Context: an optimization exercise on an open-source flow, tuned for small area, a short achievable clock period and few clock cycles. The choices shown serve that exercise and are no tape-out recipe.
Function was checked by simulation only, so behaviour that the tests miss may differ from the original.
Power figures rest on the tool's default switching activity, not on a simulated workload.

== alpha ==
// sha3_512_core
module sha3_512_core (
    input  wire         clk,
    input  wire         rst,           
    input  wire         in_valid,
    output wire         in_ready,
    input  wire [63:0]  in_data,
    input  wire         in_last,
    input  wire [3:0]   in_nbytes,
    output wire         out_valid,
    input  wire         out_ready,
    output wire [511:0] out_digest
);
export LEC_CHECK = 0
export CAP_MARGIN = 40
export CORE_MARGIN = 2
export CORE_UTILIZATION = 30
export GPL_ROUTABILITY_DRIVEN = 0
export SETUP_SLACK_MARGIN = 1.8
export SLEW_MARGIN = 20
export SYNTH_HIERARCHICAL = 1
create_clock -name core_clock -period 5.0 [get_ports {clk}]
run.sh (not shown) runs the stock make flow with config.mk's settings and CLKGATE_MAP_FILE= SYNTH_SCRIPT=/design/flow/synth_recipe.tcl, a recipe that flattens the netlist after the stock synthesis.
alpha: all stages complete, timing, DRC and antenna checks passed
Testbench counts of alpha, summed over its fixed seeds: cycles 59,080.
### alpha -> beta
- CTS_BUF_LIST now sky130_fd_sc_hd__clkbuf_8, previously not set
- GPL_ROUTABILITY_DRIVEN no longer set, was 0
- PLACE_DENSITY now 0.5, previously not set
- SETUP_SLACK_MARGIN now 1.9, was 1.8
[summary]
As of beta, power density relative to cell area had fallen by a little under 10% compared to alpha. Reported for beta and alpha, number of sequential cells turned out identical to the last digit. Type of the most critical hold path = input pin to flip-flop: beta; type of the most critical hold path = flip-flop to flip-flop: alpha. Going from alpha to beta, the global-route usage was found to have gone up by 5.8 points. Taking alpha as the reference, in beta total clock buffers created by CTS grew by 63%; area growth from synthesis to final layout grew by 7.0 points. beta does worse than alpha on wire length. Average wire per standard cell: beta and alpha compared, higher one is beta.
## Diff of input files: gamma against beta
- setting CTS_CLUSTER_SIZE to 8 for the first time
- setting CTS_CLUSTER_DIAMETER to 100 for the first time
- changing SETUP_SLACK_MARGIN from 1.9 to 1.8
- removing PLACE_DENSITY (formerly 0.5)
[summary]
From beta to gamma the numbers moved as follows: cell area has decreased, power share of the clock group has decreased, cell count after synthesis has remained practically unchanged. The first-pass GRT wire length number comes out higher for beta vs gamma. NOTE: number of stages on the worst hold path in gamma falls short of that of beta. Diff beta -> gamma: met2 wire length went down; wire length went down.
The following lists how delta was set up differently from gamma:
- CTS_CLUSTER_SIZE: 8 -> unset
- CTS_CLUSTER_DIAMETER: 100 -> unset
- CAP_MARGIN: 40 -> 20
- SLEW_MARGIN: 20 -> 10
==> comparison <==
- Summary of delta over gamma: placed cell count decreased by 1.4% relative to the old numbers; highest cell delay on the worst timing path increased by 0.17 ns relative to the old numbers; combinational power decreased by 5.5% relative to the old numbers.
- delta vs. gamma: count of clock-buffer cells in the layout shows an increase of 56%; per-cell via count in the routed design shows no meaningful change; worst path setup slack after routing shows a reduction of 0.030 ns; design area shows an increase of 3.3%.
- delta vs. gamma: post-synthesis to final-layout area growth went up by 4.1 points.
- Summary — via count, delta relative to gamma: higher, by 611.
- Relative to gamma, portion of the layout cell area used by non-clock buffers decreased by 1.6 points in delta.


sha3_512_core again, from the RTL that the note above started with.
Settings: LEC_CHECK=0, CAP_MARGIN=40, CORE_MARGIN=2, CORE_UTILIZATION=30, SETUP_SLACK_MARGIN=1.8, SLEW_MARGIN=20, SYNTH_HIERARCHICAL=1; clock period 5.0 ns.
Testbench counts at the start, summed over its fixed seeds: cycles 59,080.
==> next run, changes <==
Settings changed: CTS_CLUSTER_DIAMETER set to 100, CTS_CLUSTER_SIZE set to 15.
Result: Utilization falls by 0.86 points. Cell area falls by 2.2%. Critical path depth stays the same. Via count hardly moves. Fmax rises by 2.4%. Global-route usage falls by 0.19 points. First-iteration DRC count falls by 2.6%. Wire length falls by 0.35%. Setup slack gets better by 82 ps.
==> next run, changes <==
Settings changed: CTS_CLUSTER_DIAMETER 100 to 50, CTS_CLUSTER_SIZE 15 to 20, SETUP_SLACK_MARGIN 1.8 to 2.0.
Die area does not change. Worst setup slack improved by 170 ps. Power rose by about 40%. Synthesized area is unchanged. Final cell count rose by about 3.4%. Via count grows by 2.5%.

-- what the ideal ports hide --
How much do the figures lean on ideal ports? The routed layouts below were timed once more, with nothing changed but the port constraints. Step 1 sets driving cells, clkbuf_16 on the clock port and buf_2 on the other inputs (assumed; they add their load-dependent delay and slew). Step 2 moves the port delays by t, midway between the first and last clock arrival at a register: inputs arrive t later, outputs are due t later. That takes back most of the time a late clock gives input paths. Slacks: no drivers / after step 1 / after step 2; pairs: no drivers / after step 1.
run	shift t [ns]	slack for setup (ns)	worst data-port slew with drivers (ns)
alpha	1.130	1.418 / 1.418 / 1.028	0.09
beta	1.359	1.733 / 1.733 / 0.948	0.06
gamma	1.295	1.607 / 1.607 / 1.145	0.11
delta	1.347	1.577 / 1.577 / 1.028	0.10
the first run of note 2	1.111	1.549 / 1.549 / 1.185	0.10
the second run of note 2	1.101	1.630 / 1.630 / 1.179	0.09
the third run of note 2	1.158	1.800 / 1.800 / 1.119	0.05
After both steps every run listed still meets setup and hold. For beta, which loses most, drivers alone change the setup slack by 0.000 ns; drivers and shift together by -0.785 ns.
